This design comes from an exercise in tuning for small area, a short achievable clock period and few clock cycles per item on the open sky130 flow, not from production work. Only simulation tests tie the RTL to the original design; equivalence was not proved.

<file path="design/flow/design.v">
module aligned_sum16 (
    input  wire        clk,
    input  wire        rst,           
    input  wire        in_valid,
    output wire        in_ready,
    input  wire [31:0] in_a,
    input  wire [31:0] in_b,
    output reg         out_valid,
    output reg  [31:0] out_result,
    output reg  [5:0]  out_flush,     
    output reg  [4:0]  out_inf        
);
    localparam [1:0] S_IN  = 2'd0,
                     S_SUM = 2'd1,
                     S_RND = 2'd2;
    localparam [31:0] CANON_NAN = 32'h7fc0_0000;
    reg [1:0] fsm;
    reg [3:0] cnt;
    reg               t_sign [0:15];
    reg        [47:0] t_n    [0:15];
    reg signed [10:0] t_e    [0:15];
    reg               any_nan;      
    reg               inf_pos;      
    reg               inf_neg;
    reg               any_nz;       
    reg               all_negz;     
    reg signed [10:0] emax;         
    reg        [5:0]  flush_cnt;
    reg        [4:0]  inf_cnt;
    reg signed [33:0] acc;          
    wire [7:0]  a_ex   = in_a[30:23];
    wire [7:0]  b_ex   = in_b[30:23];
    wire        a_nan  = (a_ex == 8'hff) && (in_a[22:0] != 23'd0);
    wire        b_nan  = (b_ex == 8'hff) && (in_b[22:0] != 23'd0);
    wire        a_inf  = (a_ex == 8'hff) && (in_a[22:0] == 23'd0);
    wire        b_inf  = (b_ex == 8'hff) && (in_b[22:0] == 23'd0);
    wire        a_zero = (a_ex == 8'h00);                           
    wire        b_zero = (b_ex == 8'h00);
    wire        a_sub  = a_zero && (in_a[22:0] != 23'd0);
    wire        b_sub  = b_zero && (in_b[22:0] != 23'd0);
    wire [23:0] a_n    = {1'b1, in_a[22:0]};
    wire [23:0] b_n    = {1'b1, in_b[22:0]};
    wire signed [10:0] a_e = $signed({3'b000, a_ex}) - 11'sd150;
    wire signed [10:0] b_e = $signed({3'b000, b_ex}) - 11'sd150;
    wire        p_sign = in_a[31] ^ in_b[31];
    wire        p_nan  = a_nan || b_nan || (a_inf && b_zero) || (b_inf && a_zero);
    wire        p_inf  = !p_nan && (a_inf || b_inf);
    wire        p_zero = !p_nan && !p_inf && (a_zero || b_zero);
    wire        p_fin  = !p_nan && !p_inf && !p_zero;
    wire [47:0] p_n    = a_n * b_n;
    wire signed [10:0] p_e   = a_e + b_e;
    wire signed [10:0] p_top = p_e + (p_n[47] ? 11'sd47 : 11'sd46);    
    wire [47:0] p_norm = p_n[47] ? p_n : {p_n[46:0], 1'b0};
    wire        p_ovf  = p_fin && ((p_top > 11'sd127) ||
                                   ((p_top == 11'sd127) && (p_norm[47:24] == 24'hff_ffff) &&
                                    (p_norm[23:0] != 24'd0)));
    wire        p_keep = p_fin && !p_ovf;                              
    wire        first     = (cnt == 4'd0);
    wire        f_any_nz  = first ? 1'b0 : any_nz;
    wire signed [10:0] f_emax = first ? 11'sd0 : emax;
    wire               s_sign = t_sign[cnt];
    wire        [47:0] s_n    = t_n[cnt];
    wire signed [11:0] s_sh   = $signed({emax[10], emax}) - $signed({t_e[cnt][10], t_e[cnt]})
                                - 12'sd26;
    wire        [47:0] s_m    = (s_sh < 12'sd0 || s_sh > 12'sd47) ? 48'd0 : (s_n >> s_sh[5:0]);
    wire signed [33:0] s_term = s_sign ? -$signed({6'd0, s_m[27:0]}) : $signed({6'd0, s_m[27:0]});
    wire               r_neg = acc[33];
    wire        [32:0] r_mag = r_neg ? -acc[32:0] : acc[32:0];
    reg         [5:0]  r_bl;                  
    integer            i;
    always @(*) begin
        r_bl = 6'd0;
        for (i = 0; i < 33; i = i + 1)
            if (r_mag[i]) r_bl = i + 1;
    end
    wire        [5:0]  r_sh   = (r_bl > 6'd24) ? (r_bl - 6'd24) : 6'd0;
    wire        [32:0] r_q    = (r_bl > 6'd24) ? (r_mag >> r_sh) : (r_mag << (6'd24 - r_bl));
    wire        [32:0] r_rem  = r_mag & ((33'd1 << r_sh) - 33'd1);
    wire        [32:0] r_half = (r_sh == 6'd0) ? 33'd0 : (33'd1 << (r_sh - 6'd1));
    wire               r_up   = (r_sh != 6'd0) &&
                                ((r_rem > r_half) || ((r_rem == r_half) && r_q[0]));
    wire        [24:0] r_qr   = r_q[24:0] + {24'd0, r_up};
    wire               r_cy   = r_qr[24];
    wire        [22:0] r_frac = r_cy ? 23'd0 : r_qr[22:0];
    wire signed [11:0] r_top  = $signed({emax[10], emax}) - 12'sd27 + $signed({6'd0, r_bl})
                                + $signed({11'd0, r_cy});
    wire               r_over = r_top > 12'sd127;
    wire               r_tiny = r_top < -12'sd126;
    wire        [7:0]  r_bexp = r_top[7:0] + 8'd127;
    assign in_ready = (fsm == S_IN);
    always @(posedge clk) begin
        if (rst) begin
            fsm       <= S_IN;
            cnt       <= 4'd0;
            out_valid <= 1'b0;
        end else begin
            out_valid <= 1'b0;
            case (fsm)
                S_IN: begin
                    if (in_valid) begin
                        t_sign[cnt] <= p_sign;
                        t_n[cnt]    <= p_keep ? p_n : 48'd0;
                        t_e[cnt]    <= p_e;
                        any_nan   <= (first ? 1'b0 : any_nan) | p_nan;
                        inf_pos   <= (first ? 1'b0 : inf_pos) | ((p_inf || p_ovf) && !p_sign);
                        inf_neg   <= (first ? 1'b0 : inf_neg) | ((p_inf || p_ovf) && p_sign);
                        all_negz  <= (first ? 1'b1 : all_negz) & p_zero & p_sign;
                        flush_cnt <= (first ? 6'd0 : flush_cnt) + {5'd0, a_sub} + {5'd0, b_sub};
                        inf_cnt   <= (first ? 5'd0 : inf_cnt) + {4'd0, p_ovf};
                        any_nz    <= f_any_nz | p_keep;
                        if (p_keep && (!f_any_nz || p_top > f_emax))
                            emax <= p_top;
                        else
                            emax <= f_emax;
                        cnt <= cnt + 4'd1;
                        if (cnt == 4'd15) begin
                            acc <= 34'sd0;
                            fsm <= S_SUM;
                        end
                    end
                end
                S_SUM: begin
                    acc <= acc + s_term;
                    cnt <= cnt + 4'd1;
                    if (cnt == 4'd15)
                        fsm <= S_RND;
                end
                S_RND: begin
                    out_valid <= 1'b1;
                    out_inf   <= inf_cnt;
                    out_flush <= flush_cnt;
                    if (any_nan || (inf_pos && inf_neg))
                        out_result <= CANON_NAN;                        
                    else if (inf_pos || inf_neg)
                        out_result <= {inf_neg, 8'hff, 23'd0};
                    else if (!any_nz)
                        out_result <= {all_negz, 31'd0};                
                    else if (r_mag == 33'd0)
                        out_result <= 32'd0;                            
                    else if (r_over)
                        out_result <= {r_neg, 8'hff, 23'd0};
                    else if (r_tiny) begin
                        out_result <= {r_neg, 31'd0};                   
                        out_flush  <= flush_cnt + 6'd1;
                    end else
                        out_result <= {r_neg, r_bexp, r_frac};
                    fsm <= S_IN;
                end
                default: fsm <= S_IN;
            endcase
        end
    end
endmodule
</file>
<file path="design/flow/run.sh">
#!/bin/bash
# synth_recipe.tcl (not shown) runs the flow's synth.tcl, then flattens the netlist and writes it again
# the make line also repeats each setting of config.mk as NAME=value (left out here)
make -C /OpenROAD-flow-scripts/flow DESIGN_CONFIG=/design/flow/config.mk WORK_HOME=/design/flow/orfs CLKGATE_MAP_FILE= SYNTH_SCRIPT=/design/flow/synth_recipe.tcl finish
</file>
<file path="design/flow/config.mk">
export PLATFORM = sky130hd
export DESIGN_NAME = aligned_sum16
export DESIGN_NICKNAME = aligned_sum16
export VERILOG_FILES = /design/flow/design.v
export SDC_FILE = /design/flow/constraint.sdc
export NUM_CORES = 4
export LEC_CHECK = 0
export CAP_MARGIN = 20
export CORE_MARGIN = 2
export CORE_UTILIZATION = 40
export SETUP_SLACK_MARGIN = 0.3
export SLEW_MARGIN = 20
</file>
<file path="design/flow/constraint.sdc">
create_clock -name core_clock -period 14.0 [get_ports {clk}]
set_input_delay 2.8000 -clock core_clock [delete_from_list [all_inputs] [get_ports {clk}]]
set_output_delay 2.8000 -clock core_clock [all_outputs]
set_load 0.01 [all_outputs]
</file>
==> results by group <==
Global route
  – First-pass GRT wire length: 311,000 um
  – Pin count of the biggest net entering global routing: 145
  – Initial antenna violation count: 1
  – Vias in the first global route: 49.4k
  – Overall Global Routing Usage: 21.9%
  – Remaining global-route overflow: 0

Timing
  – Total negative slack: 0 ns
  – Fmax: 75.4 MHz
  – Period utilization: 94.8%
  – Clk_skew: 0.0534 ns
  – Least-Margin Pin Slew: 1.12 ns
  – RSZ-0062 raised after global routing: true
  – Hold Vio Cnt, Final: 0
  – Rel. slew slack: 25.1%
  – Min cycle time layout: 13.27 ns
  – Fin Hold WS: 0.509 ns
  – Setup violators final: 0
  – Slew Viols, Final: 0

Routing
  – Vias: 49.2k
  – 1st-pass router iterations: 6
  – 1st-iter DRT viols: 4,262
  – Final wirelength: 205,000 um
  – Routed len/inst: 23.5 um
  – ANT nets after route: 0
  – DR vias/cell: 5.65
  – DRC: 0

Placement
  – Area after DPL: 0.0798 mm^2
  – Routability-driven placement congestion ratio: 0.952
  – Port Buffers: 111
  – Final HPWL DP: 146,000 um
  – Cells after DPL: 8,491

Worst setup path
  – CP required: 14.39 ns
  – Crit-path max FO: 16
  – Critical path class: input pin to flop
  – FF-to-FF Start: acc[16]
  – CP max-delay cell: nor2_1
  – Startpoint Class: input pin
  – Crit-path most repeated cell: fa_1
  – Nature of the critical path endpoint: flop
  – CP startpoint: in_a[8]
  – Slowest stage delay, CP: 0.73 ns
  – Worst EP arrival: 13.66 ns

Finish
  – Nets: 7,102
  – Post-route insts no fill: 8,701
  – Layout cells sized above 1: 18.7%
  – N_diodes: 0
  – Final instance area: 0.0838 mm^2
  – Area Overhead vs Synth: 14.4%
  – # fillers: 16.3k

Die
  – Io pins: 112
  – # rows: 157
  – Core Region: 0.182 mm^2
  – Initial Util: 40.2%
  – Die Height: 432 um
  – Die area: 0.187 mm^2
  – Die width: 432 um

Synth
  – Mean Syn Cell Area: 12.5 um^2
  – Sequential share of the synthesized area: 43.3%
  – Synth cell types: 118
  – YS warnings: 1
  – Syn Inst Count: 5,855
  – Post-synth EDFFs: 1,048
  – #FFs+latches synth: 1,059
  – Synth Cell Area: 0.0733 mm^2
  – Primary FF master, synth: edfxtp_1
  – Post-synth ARST share: 0%

Run status
  – Outcome: complete, no violations

CTS
  – Worst skew pair latency: 0.74 ns
  – Max Root-Sink Buffers: 3
  – Total CTS buffers: 106
  – Sink Count: 1,059
  – CTS root buffer: clkbuf_16
  – CTS tree: done
  – H-tree Lvls: 3
  – Clock-pin slew on the worst setup and hold paths: 0.06 ns

Worst hold path
  – HP Start: inf_cnt[0]
  – Worst hold-check path type: flop to flop

Job
  – Max Cap Viol: 0
==> Yosys cell counts, drive strengths merged, types with 11 or more instances <==
cell type,count,area (um^2)
a2111oi,12,124
a211oi,45,368
a21o,51,383
a21oi,143,742
a221oi,12,111
a31oi,27,181
and2,238,1490
and3,18,113
buf,86,459
clkbuf,213,800
dfxtp,11,220
edfxtp,1048,31500
fa,487,9750
ha,320,4000
inv,643,2410
mux2,58,653
mux2i,97,983
mux4,333,7500
nand2,543,2040
nand2b,25,156
nand3,79,400
nand4,42,269
nor2,371,1450
nor2b,32,203
nor3,107,541
nor4,43,352
o2111ai,12,118
o211ai,39,298
o21a,25,188
o21ai,137,697
o21bai,16,120
o22ai,27,169
o31ai,18,150
o32ai,11,123
or2,23,144
or3,34,218
or4,17,135
xnor2,131,1190
xor2,111,980
==> state kept, by name, summed over array words and instances, names as in the netlist, 2 cells and up, named ones only <==
name and count:
inf_cnt 5, t_sign 16, out_inf 5, acc 34
emax 11, t_n 768, cnt 4, out_result 32
t_e 160, flush_cnt 6, fsm 2, out_flush 6
==> through the flow <==
stage | setup WS (ns) | util, %
global route | 0.265 | 45.9
floorplan | 0.303 | -
global placement | -0.822 | 43.7
detailed placement | -0.871 | 43.7
finish | 0.733 | 45.9
CTS | 0.349 | 45.7
==> metal layers <==
| layer | GRT usage [%] | vias up | part of all wire, % |
|---|---|---|---|
| met1 | 30.3 | 25400 | 42 |
| li1 | - | 21800 | - |
| met2 | 36.1 | 1700 | 48 |
| met4 | 6.63 | 0 | 3.2 |
| met5 | 0 | - | 0 |
| met3 | 2.71 | 347 | 6.2 |
==> what timing repair did <==
action                     4_1_cts  5_1_grt
pin swaps                        0       21
resized for setup               13       63
setup endpoints to repair      702      824
hold buffers                     0        0
setup buffers                    0       14
==> layout make-up <==
type | instances | area, um^2 | share of cell area, %
clock buffer | 122 | 2730 | 3.26
inverter | 646 | 2420 | 2.89
timing repair buffer | 553 | 4740 | 5.66
tap | 2385 | 2980 | 3.56
multi-input combinational | 3862 | 38400 | 45.8
clock inverter | 74 | 816 | 0.973
sequential | 1059 | 31700 | 37.8
==> worst max-delay path: cells and delay by family <==
| family | cells | cell delay [ns] |
|---|---|---|
| buf+inv | 13 | 2.12 |
| compound gates | 9 | 1.52 |
| fa+ha+maj | 10 | 4.18 |
| xor+xnor | 1 | 0.24 |
| simple gates | 14 | 2.81 |
==> logic make-up (layout without fill, tap and decap cells) <==
family | Yosys count | in the layout | share of synthesized area, %
buf+inv | 945 | 1395 | 5.03
mux | 488 | 488 | 12.5
simple gates | 1608 | 1608 | 10.7
fa+ha+maj | 807 | 807 | 18.8
flops | 1059 | 1059 | 43.3
other cells | 1 | 12 | 0.00512
xor+xnor | 242 | 242 | 2.96
compound gates | 705 | 705 | 6.84
==> cell usage in the layout, fill, tap and decap left out, types with 22 or more instances in the layout <==
master           count
mux2i_1             96
or2_2               22
xnor2_1            121
nand2_1            542
nand2b_1            24
mux4_2             333
o21ai_0            119
xor2_1             107
nor2b_1             30
clkbuf_16          106
ha_1               317
nand4_1             41
nor2_2              35
a211oi_1            40
nor3_1              94
a21oi_1            136
nor4_1              32
and2_1             237
edfxtp_1          1048
clkinv_1            24
o211ai_1            38
o21a_1              25
or3_1               32
o22ai_1             27
a31oi_1             25
nand3_1             77
nor2_1             322
buf_4              412
mux2_2              57
clkdlybuf4s50_1    104
a21o_1              51
inv_1              640
fa_1               486
==> final timing paths <==
path	slack, ns	cells after the start	endpoint
worst max-delay path	0.73	47	t_n[3][19]
worst min-delay path	0.51	0	out_inf[0]
worst max register to register	0.97	63	out_result[3]
worst min register to register	0.51	0	out_inf[0]
Testbench counts, summed over its fixed seeds: cycles 10,568, sums 320.

-- port drivers added, routing unchanged --
Ports are ideal in the flow. The routed layout listed here was re-timed in OpenROAD.
Step 1 (the two cells are an assumption about what drives the block):
set clk [get_ports {clk}]
set_driving_cell -lib_cell sky130_fd_sc_hd__clkbuf_16 $clk
set_driving_cell -lib_cell sky130_fd_sc_hd__buf_2 [delete_from_list [all_inputs] $clk]
Step 2 adds t to the input delays and takes it off the output delays; t is the mean of the earliest and latest rising clock arrival at the registers after step 1. Input paths then give back, and output paths get back, about the clock's delay inside the block.
a / b / c = no drivers / after step 1 / after step 2; a / b = the first two.
t (ns): 0.796
setup slack, ns: 0.733 / 0.787 / -0.010
hold WS [ns]: 0.509 / 0.509 / 0.509
worst setup path after step 2: input to register
slew at the worst register clock pin (ns): 0.07 / 0.07
Met with ideal ports but missed after step 2: setup timing in this run. For this run, drivers alone change the setup slack by +0.054 ns; drivers and shift together by -0.743 ns.
